What follows belongs to an exercise in optimizing a design on an open flow for small area, a short achievable clock period and few clock cycles per item; a production flow would make more cautious choices.
The RTL was checked by simulation tests, not by an equivalence proof against the original design.

==> flow/design.v (excerpt) <==
module wire_model (
    input  wire        clk,
    input  wire        rst,
    input  wire        cfg_we,
    input  wire [3:0]  cfg_ch,
    input  wire [15:0] cfg_k,
    input  wire [15:0] cfg_alpha,
    input  wire [15:0] cfg_tlim,
    input  wire        clr,
    input  wire [3:0]  clr_ch,
    input  wire        s_valid,
    output wire        s_ready,
    input  wire [3:0]  s_ch,
    input  wire [15:0] s_irms,
    input  wire [15:0] s_tref,
    output reg         r_valid,
    output reg  [3:0]  r_ch,
    output wire [31:0] r_dt,
    output reg  [16:0] r_temp,
    output reg         r_warn,
    output reg         r_latch,
    output reg         r_cool,
    output reg         r_trip
);
    localparam [15:0] K_DEFAULT     = 16'd892;
    localparam [15:0] ALPHA_DEFAULT = 16'd559;
    localparam [15:0] TLIM_DEFAULT  = 16'd2000;
    integer i;
    reg rst_q;
  ...
export LEC_CHECK = 0
export ABC_AREA = 1
export CAP_MARGIN = 20
export CORE_MARGIN = 2
export CORE_UTILIZATION = 65
export CTS_CLUSTER_DIAMETER = 80
export CTS_CLUSTER_SIZE = 26
export PLACE_DENSITY = 0.72
export SLEW_MARGIN = 20
create_clock -name core_clock -period 33.0 [get_ports {clk}]
standard.sh (not shown) runs the stock make flow with config.mk's settings and CLKGATE_MAP_FILE= SYNTH_SCRIPT=/design/flow/synth_recipe.tcl, a recipe that flattens the netlist after the stock synthesis.
==> flow/flow/run.sh <==
#!/bin/bash
# The standard layout (standard.sh: ORFS synthesis to finish), with two
# changes:
#  - ABC's area script (used with ABC_AREA=1) maps with a delay target of
#    5000 ps ("map -D 5000"), so that ABC recovers area on paths faster than
#    that; everything else in the synthesis, and every register, is as in
#    the standard synthesis. The ORFS scripts are copied into abcscripts/
#    with only abc_area.script replaced.
#  - the port buffers are plain sky130_fd_sc_hd__buf_2 cells instead of the
#    delay cell the resizer picks by default; every port still gets its own
#    buffer.
# make's full output goes to standard.log here; ORFS keeps each step's log
# under orfs/logs/.
set -euo pipefail
rm -rf abcscripts
cp -r "$FLOW_HOME/scripts" abcscripts
printf 'strash\ndch -f\nmap -D 5000 -B 0.9\ntopo\nstime -c\nbuffer -c\nupsize -c\ndnsize -c\n' > abcscripts/abc_area.script
export BUFFER_PORTS_ARGS="-buffer_cell sky130_fd_sc_hd__buf_2"
bash standard.sh SCRIPTS_DIR="$PWD/abcscripts" > standard.log 2>&1
Testbench counts at the start, summed over its fixed seeds: cycles 16,424, samples 16,384.
Next try:
==> flow/flow/run.sh (replaced) <==
#!/bin/bash
# The standard layout (standard.sh: ORFS synthesis to finish), with one
# change: the port buffers are plain sky130_fd_sc_hd__buf_2 cells instead of
# the delay cell the resizer picks by default. Every port still gets its own
# buffer. make's full output goes to standard.log here; ORFS keeps each
# step's log under orfs/logs/.
set -euo pipefail
export BUFFER_PORTS_ARGS="-buffer_cell sky130_fd_sc_hd__buf_2"
bash standard.sh > standard.log 2>&1
=> Worst hold slack hardly moves; global-route usage came out lower by 0.68 points; clock skew came out lower by 0.015 ns; die area came out higher by 1.6%; non-clock buffer count came out lower by 18.

Starting RTL as in the previous note.
export LEC_CHECK = 0
export ABC_AREA = 1
export CAP_MARGIN = 20
export CORE_MARGIN = 2
export CORE_UTILIZATION = 65
export CTS_CLUSTER_DIAMETER = 80
export CTS_CLUSTER_SIZE = 26
export PLACE_DENSITY = 0.72
export SLEW_MARGIN = 20
create_clock -name core_clock -period 33.0 [get_ports {clk}]
==> flow/flow/run.sh <==
#!/bin/bash
# The standard layout (standard.sh: ORFS synthesis to finish), with two
# changes:
#  - ABC's area script (used with ABC_AREA=1) maps with a delay target of
#    4000 ps ("map -D 4000", and the sizing steps too), so that ABC recovers area on paths faster than
#    that; everything else in the synthesis, and every register, is as in
#    the standard synthesis. The ORFS scripts are copied into abcscripts/
#    with only abc_area.script replaced.
#  - the port buffers are plain sky130_fd_sc_hd__buf_2 cells instead of the
#    delay cell the resizer picks by default; every port still gets its own
#    buffer.
# make's full output goes to standard.log here; ORFS keeps each step's log
# under orfs/logs/.
set -euo pipefail
rm -rf abcscripts
cp -r "$FLOW_HOME/scripts" abcscripts
printf 'strash\ndch -f\nmap -D 4000 -B 0.9\ntopo\nstime -c\nbuffer -c\nupsize -c -D 4000\ndnsize -c -D 4000\n' > abcscripts/abc_area.script
export BUFFER_PORTS_ARGS="-buffer_cell sky130_fd_sc_hd__buf_2"
bash standard.sh SCRIPTS_DIR="$PWD/abcscripts" > standard.log 2>&1
Testbench counts at the start, summed over its fixed seeds: cycles 16,424, samples 16,384.
Change:
--- a/flow/flow/run.sh
+++ b/flow/flow/run.sh
@@ -4,2 +4,2 @@
-#  - ABC's area script (used with ABC_AREA=1) maps with a delay target of
-#    4000 ps ("map -D 4000", and the sizing steps too), so that ABC recovers area on paths faster than
+#  - ABC's area script (used with ABC_AREA=1) maps twice with a delay target
+#    of 4000 ps ("map -D 4000", and the sizing steps too), so that ABC recovers area on paths faster than
@@ -17 +17 @@
-printf 'strash\ndch -f\nmap -D 4000 -B 0.9\ntopo\nstime -c\nbuffer -c\nupsize -c -D 4000\ndnsize -c -D 4000\n' > abcscripts/abc_area.script
+printf 'strash\ndch -f\nmap -D 4000 -B 0.9\ntopo\nstime -c\nbuffer -c\nupsize -c -D 4000\ndnsize -c -D 4000\nstrash\ndch -f\nmap -D 4000 -B 0.9\ntopo\nstime -c\nbuffer -c\nupsize -c -D 4000\ndnsize -c -D 4000\n' > abcscripts/abc_area.script
The changed run passed the timing, DRC and antenna checks.
Clock-buffer cell count goes up by 1.
Area after synthesis decreases slightly.
Maximum frequency is about the same.
Routed wire length falls slightly.
Worst hold slack stays flat.
Global-route usage went down by 0.19 points.
Final area barely changes.
Cell count hardly moves.
Via count is about the same.
Critical path depth is unchanged.

==> afterwards: timing with drivers on the ports <==
In the flow no input, the clock included, has a driving cell. The finished layouts below were timed again as built, in two steps.
Step 1 sets driving cells, clkbuf_16 on the clock port and buf_2 on the other inputs (assumed; they add their load-dependent delay and slew).
Step 2, shift: input delay + t, output delay - t, t = (earliest + latest rising clock arrival at the registers) / 2. This alone moves slack from input paths to output paths.
a / b / c = ideal ports / drivers / drivers and shift; a / b = the first two.
| run | t, ns | setup WS [ns] | worst hold slack (ns) | worst register clock-pin slew, ns |
|---|---|---|---|---|
| the first run of note 1 | 0.799 | 25.110 / 25.034 / 25.425 | 0.311 / 0.311 / 0.311 | 0.11 / 0.11 |
| the second run of note 1 | 0.827 | 25.165 / 25.079 / 25.327 | 0.312 / 0.312 / 0.312 | 0.10 / 0.10 |
| the first run of note 2 | 0.821 | 25.160 / 25.077 / 25.334 | 0.318 / 0.318 / 0.318 | 0.10 / 0.10 |
| the second run of note 2 | 0.806 | 25.142 / 25.064 / 25.455 | 0.315 / 0.315 / 0.315 | 0.10 / 0.10 |
After both steps every run listed still meets setup and hold.
